Context: an optimization exercise on an open-source flow, tuned for small area. The choices shown serve that exercise and are no tape-out recipe.
Only simulation tests tie the RTL to the original design; equivalence was not proved.

`design/flow/config.mk`:
```
export PLATFORM = sky130hd
export DESIGN_NAME = ecc_block
export DESIGN_NICKNAME = ecc_block
export VERILOG_FILES = /design/flow/design.v
export SDC_FILE = /design/flow/constraint.sdc
export NUM_CORES = 4
export LEC_CHECK = 0
export CAP_MARGIN = 20
export CORE_AREA = 5 5 555 555
export DIE_AREA = 0 0 560 560
export SLEW_MARGIN = 20
```
`design/flow/constraint.sdc`:
```
create_clock -name core_clock -period 20.0 [get_ports {clk}]
set_input_delay 4.0000 -clock core_clock [delete_from_list [all_inputs] [get_ports {clk}]]
set_output_delay 4.0000 -clock core_clock [all_outputs]
set_load 0.01 [all_outputs]
```
`design/flow/design.v`:
```
module ecc_lane (
    input  wire [31:0] d,      
    input  wire [6:0]  c,      
    input  wire        v,      
    output reg  [2:0]  cls,    
    output reg  [31:0] data,   
    output wire [6:0]  chk,    
    output wire [6:0]  syn     
);
    localparam [2:0] CLS_OK         = 3'd0;
    localparam [2:0] CLS_DATA1      = 3'd1;
    localparam [2:0] CLS_CHECK1     = 3'd2;
    localparam [2:0] CLS_VBIT       = 3'd3;
    localparam [2:0] CLS_UNWRITTEN  = 3'd4;
    localparam [2:0] CLS_UNWRITTEN1 = 3'd5;
    localparam [2:0] CLS_POISON     = 3'd6;
    localparam [2:0] CLS_UE         = 3'd7;
    function [6:0] column;
        input integer bit_index;
        begin
            case (bit_index)
                0:  column = 7'h07;  1:  column = 7'h0B;  2:  column = 7'h13;  3:  column = 7'h23;
                4:  column = 7'h43;  5:  column = 7'h0D;  6:  column = 7'h15;  7:  column = 7'h25;
                8:  column = 7'h45;  9:  column = 7'h19;  10: column = 7'h29;  11: column = 7'h49;
                12: column = 7'h31;  13: column = 7'h51;  14: column = 7'h61;  15: column = 7'h0E;
                16: column = 7'h16;  17: column = 7'h26;  18: column = 7'h46;  19: column = 7'h1A;
                20: column = 7'h2A;  21: column = 7'h4A;  22: column = 7'h32;  23: column = 7'h52;
                24: column = 7'h62;  25: column = 7'h1C;  26: column = 7'h2C;  27: column = 7'h4C;
                28: column = 7'h34;  29: column = 7'h54;  30: column = 7'h64;  31: column = 7'h38;
                default: column = 7'h00;
            endcase
        end
    endfunction
    function [6:0] check_bits;
        input [31:0] word;
        integer i;
        begin
            check_bits = 7'h00;
            for (i = 0; i < 32; i = i + 1)
                if (word[i])
                    check_bits = check_bits ^ column(i);
        end
    endfunction
    function [5:0] weight;
        input [31:0] word;
        integer i;
        begin
            weight = 6'd0;
            for (i = 0; i < 32; i = i + 1)
                weight = weight + {5'd0, word[i]};
        end
    endfunction
    assign syn = c ^ check_bits(d);
    reg [31:0] flip;
    integer k;
    always @* begin
        flip = 32'h0;
        for (k = 0; k < 32; k = k + 1)
            if (syn == column(k))
                flip[k] = 1'b1;
    end
    wire syn_zero    = (syn == 7'h00);
    wire syn_data    = (flip != 32'h0);
    wire syn_check   = (weight({25'd0, syn}) == 6'd1);
    wire correctable = syn_zero || syn_data || syn_check;
    wire is_marker   = (d == 32'h0) && (c == 7'h7F);
    wire near_marker = ((d == 32'h0) && (weight({25'd0, c ^ 7'h7F}) == 6'd1)) ||
                       ((c == 7'h7F) && (weight(d) == 6'd1));
    wire [31:0] corrected = d ^ flip;
    always @* begin
        if (v) begin
            if (is_marker) begin
                cls  = CLS_POISON;
                data = 32'h0;
            end else if (syn_zero) begin
                cls  = CLS_OK;
                data = d;
            end else if (syn_data) begin
                cls  = CLS_DATA1;
                data = corrected;
            end else if (syn_check) begin
                cls  = CLS_CHECK1;
                data = d;
            end else begin
                cls  = CLS_UE;
                data = 32'h0;
            end
        end else begin
            if (is_marker) begin
                cls  = CLS_UNWRITTEN;
                data = 32'h0;
            end else if (near_marker) begin
                cls  = CLS_UNWRITTEN1;
                data = 32'h0;
            end else if (correctable) begin
                cls  = CLS_VBIT;
                data = corrected;
            end else begin
                cls  = CLS_UE;
                data = 32'h0;
            end
        end
    end
    assign chk = check_bits(data);
endmodule
module ecc_block (
    input  wire           clk,
    input  wire           rst,          
    input  wire           in_valid,
    input  wire [511:0]   in_d,         
    input  wire [111:0]   in_c,         
    input  wire [15:0]    in_v,         
    output reg            out_valid,
    output reg  [47:0]    out_cls,      
    output reg  [511:0]   out_d,        
    output reg  [111:0]   out_c,        
    output reg  [111:0]   out_syn,      
    output reg  [4:0]     out_ce_cnt,   
    output reg  [4:0]     out_ue_cnt    
);
    localparam integer LANES = 16;
    reg           s1_valid;
    reg [511:0]   s1_d;
    reg [111:0]   s1_c;
    reg [15:0]    s1_v;
    always @(posedge clk) begin
        if (rst)
            s1_valid <= 1'b0;
        else
            s1_valid <= in_valid;
        s1_d <= in_d;
        s1_c <= in_c;
        s1_v <= in_v;
    end
    wire [47:0]  lane_cls;
    wire [511:0] lane_d;
    wire [111:0] lane_c;
    wire [111:0] lane_syn;
    genvar g;
    generate
        for (g = 0; g < LANES; g = g + 1) begin : lane
            ecc_lane u_lane (
                .d    (s1_d[32*g +: 32]),
                .c    (s1_c[7*g +: 7]),
                .v    (s1_v[g]),
                .cls  (lane_cls[3*g +: 3]),
                .data (lane_d[32*g +: 32]),
                .chk  (lane_c[7*g +: 7]),
                .syn  (lane_syn[7*g +: 7])
            );
        end
    endgenerate
    reg [4:0] ce_cnt;
    reg [4:0] ue_cnt;
    reg [2:0] cl;
    integer i;
    always @* begin
        ce_cnt = 5'd0;
        ue_cnt = 5'd0;
        for (i = 0; i < LANES; i = i + 1) begin
            cl = lane_cls[3*i +: 3];
            if (cl == 3'd1 || cl == 3'd2 || cl == 3'd3 || cl == 3'd5)
                ce_cnt = ce_cnt + 5'd1;
            if (cl == 3'd7)
                ue_cnt = ue_cnt + 5'd1;
        end
    end
    always @(posedge clk) begin
        if (rst)
            out_valid <= 1'b0;
        else
            out_valid <= s1_valid;
        out_cls    <= lane_cls;
        out_d      <= lane_d;
        out_c      <= lane_c;
        out_syn    <= lane_syn;
        out_ce_cnt <= ce_cnt;
        out_ue_cnt <= ue_cnt;
    end
endmodule
```
`design/flow/run.sh`:
```
#!/bin/bash
# synth_recipe.tcl (not shown) runs the flow's synth.tcl, then flattens the netlist and writes it again
# the make line also repeats each setting of config.mk as NAME=value (left out here)
make -C /OpenROAD-flow-scripts/flow DESIGN_CONFIG=/design/flow/config.mk WORK_HOME=/design/flow/orfs CLKGATE_MAP_FILE= SYNTH_SCRIPT=/design/flow/synth_recipe.tcl finish
```
==> summary.txt <==
-- area by class of cell --
class	count	share of cell area, %
Antenna cell	32	0.0680
Clock buffer	227	4.04
Clock inverter	75	0.764
Inverter	1237	3.94
Multi-Input combinational cell	7048	49.8
Sequential cell	1436	24.4
Tap cell	3978	4.23
Timing Repair Buffer	1512	12.7
-- how the worst min path moves through the flow --
stage	startpoint	endpoint	slack [ns]	cells past startpoint
finish	s1_valid	out_valid	0.43	1
detailed placement	s1_valid	out_valid	0.43	1
global route	s1_valid	out_valid	0.47	1
global placement	s1_valid	out_valid	0.42	1
floorplan	s1_valid	out_valid	0.41	1
CTS	s1_valid	out_valid	0.44	1
-- sequential cells by signal, summed over array words and instances (netlist names) --
name,flops
s1_valid,1
out_ue_cnt,5
s1_c,112
out_c,112
out_d,512
s1_v,16
out_cls,48
out_valid,1
out_syn,112
s1_d,512
out_ce_cnt,5
-- layer usage --
metal,wire [um],track usage (%),up-vias
met5,335,0,-
met4,18600,9.41,52
met3,33400,5.60,743
met2,177000,38.8,3885
met1,156000,29.7,37300
li1,-,-,35800
-- Yosys cell counts, drive strengths merged (14+ instances only) --
| master | number |
|---|---|
| a21oi | 371 |
| and3 | 72 |
| fa | 480 |
| buf | 44 |
| or3 | 52 |
| or2 | 31 |
| nor2b | 53 |
| o21ai | 510 |
| nand3 | 246 |
| nor4 | 170 |
| and2 | 66 |
| a211oi | 37 |
| nand2 | 546 |
| nor3b | 19 |
| xor3 | 19 |
| nor2 | 546 |
| nor3 | 210 |
| dfxtp | 1436 |
| ha | 389 |
| o21a | 18 |
| o41ai | 27 |
| mux2 | 26 |
| clkbuf | 258 |
| or4 | 16 |
| xor2 | 380 |
| inv | 1225 |
| xnor3 | 147 |
| a21o | 55 |
| o211ai | 14 |
| nand2b | 61 |
| o31ai | 131 |
| a31oi | 122 |
| mux2i | 30 |
| nor4b | 17 |
| o22ai | 32 |
| nand4 | 108 |
| xnor2 | 1776 |
| a2111oi | 21 |
| o31a | 56 |
-- cells in the final DEF (no fill, tap or decap), drive strengths merged, types with 55 or more instances in the layout --
cell,instances
nor4,170
nor2,546
xnor3,147
and2,66
o31a,56
xnor2,1776
a21oi,371
nand2b,61
clkbuf,227
nand3,246
nor3,210
ha,389
a31oi,122
xor2,380
dfxtp,1436
nand2,546
o21ai,510
inv,1243
nand4,108
buf,75
o31ai,131
a21o,55
fa,480
clkdlybuf4s50,1437
and3,72
-- kinds of logic (layout without fill, tap and decap cells) --
kind of cell / count (synthesis) / after routing
AO/OA/AOI/OAI: 1556 / 1556
XOR/XNOR: 2322 / 2322
adder cells (fa/ha/maj): 869 / 869
buffers and inverters: 1539 / 3051
flip-flops: 1436 / 1436
multiplexers: 56 / 56
other: 0 / 32
AND/OR/NAND/NOR: 2245 / 2245
-- metrics by stage --
| stage | utilization, % | hold slack (ns) | cell area (um2) |
|---|---|---|---|
| global route | 39.0 | 0.472 | 118000 |
| global placement | 37.1 | 0.422 | 112000 |
| floorplan | - | 0.414 | 93000 |
| CTS | 38.9 | 0.440 | 118000 |
| finish | 39.0 | 0.435 | 118000 |
| detailed placement | 37.1 | 0.426 | 112000 |
==> impl_metrics.tcl <==
set metrics [dict create \
    final_nets 12900 \
    crit_buf_inv 9 \
    worstSetupPathDepth 62 \
    critical_path.endpoint_type "flop" \
    drt_pass1_iterations 8 \
    worstPathArrival_ns 16.19 \
    start_util_pct 30.8 \
    cts_hold_buffers 0 \
    async_flop_share_pct 0 \
    register_area_mm2 0.0287 \
    fin_crit_ns 15.45 \
    worstPathRequired_ns 20.74 \
    synth_top_area_share_pct 30.9 \
    drc 0 \
    cts_buffers 169 \
    die_area_mm2 0.314 \
    status "finished clean" \
    seq_area_frac_synth_pct 30.9 \
    place_congestion 0.985 \
    first_global_vias 76000 \
    rsz0062_at_grt "no" \
    grt_usage_pct 23.6 \
    max-clock-path-buffers 4 \
    hpwl_um 321000 \
    postRouteAntennaNets 0 \
    synth_seq_cells 1436 \
    max_freq_ghz 0.0647 \
    skew_ns 0.0441 \
    holdCritPathClass "flop to flop" \
    slew_violations 0 \
    clk_latency_ns 0.85 \
    grt_pass1_wl_um 551000 \
    clock-sinks 1436 \
    grt_max_degree 51 \
    setup_viol 0 \
    synthCells 10000 \
    wl_per_cell_um 24.8 \
    synth_edf_count 0 \
    cp_slowest_cell "or4b_2" \
    synthMuxAreaShare_pct 0.637 \
    clk_pin_slew_ns 0.06 \
    place_ws_ns 4.36 \
    grt_overflow 0 \
    synth_top_family_by_area "XOR/XNOR gates" \
    cts_root_buffer "clkbuf_16" \
    vias_per_cell 5.00 \
    core_mm2 0.302 \
    ys_warn_count 2 \
    crit_family "adder cells" \
    post-cts-setup-buffers 0 \
    synthFlopType "dfxtp_1" \
    cts_tree "done" \
    cp-endpoint "out_ce_cnt[4]" \
    place_inst 15200 \
    synth_compound_area_share_pct 10.4 \
    final_cells 15500 \
    yosysTopAreaCell "dfxtp_1" \
    h-tree-depth 4 \
    max_slew_margin_pct 20.5 \
    ios 1438 \
    netlist_area_mm2 0.0930 \
    timing.rr.start "s1_d[33]" \
    rr_worst_depth 62 \
    setup_tns_ns 0 \
    cpMostUsedCell "ha_1" \
    drive_above_1_share_pct 4.33 \
    finalHoldViolCount 0 \
    io_buffers 1437 \
    synth_fa_ha_area_share_pct 15.6 \
    cp_max_fo 5 \
    cts_resized 0 \
    antenna_found_initial 80 \
    cp-start-kind "flop" \
    yosys.area_share.simple_pct 11.8 \
    synthXorXnorAreaFrac_pct 24.5 \
    area_growth_pct 26.5 \
    vias 77700 \
    fin_crit_sh_pct 77.3 \
    tightest_slew_ns 1.18 \
    fin_ws_ns 4.55 \
    crit_type "flop to flop" \
    synth.avg_cell_area_um2 9.28 \
    drt_iter0_markers 6999 \
    yosysUniqueCellTypes 103 \
    wirelength_um 386000 \
    multiInputGateArea_mm2 0.0587 \
    rrSetupSlack_ns 4.55 \
    nFillCells 30100 \
    regToRegEndpoint "out_ce_cnt[4]" \
    rows 202 \
    crit_start "s1_d[33]" \
    drv_cap 0 \
    dieWidth_um 560 \
    die_h_um 560 \
    cpPeakStageDelay_ns 0.58 \
    synthTopCellsByArea "dfxtp_1, xnor2_1, fa_1, ha_1, inv_1" \
    syn_nets 11500 \
]

[separate check: timing with driven ports]
The results above use ideal ports. As a check the final layout listed here was re-extracted and re-timed, cells and wires unchanged. Step 1 assumes that a clkbuf_16 drives the clock port and a buf_2 every other input. Step 2, shift: input delay + t, output delay - t, t = (earliest + latest rising clock arrival at the registers) / 2. This alone moves slack from input paths to output paths. a / b / c = ideal / step 1 / step 2; a / b = the first two.
t (ns): 0.926
setup slack, ns: 4.546 / 4.546 / 4.546
slew at the worst register clock pin (ns): 0.07 / 0.07
worst slew at a driven data input, ns: 0.36
After both steps this run still meets setup and hold. The setup slack of this run moves by 0.000 ns with the drivers and by 0.000 ns with both steps.
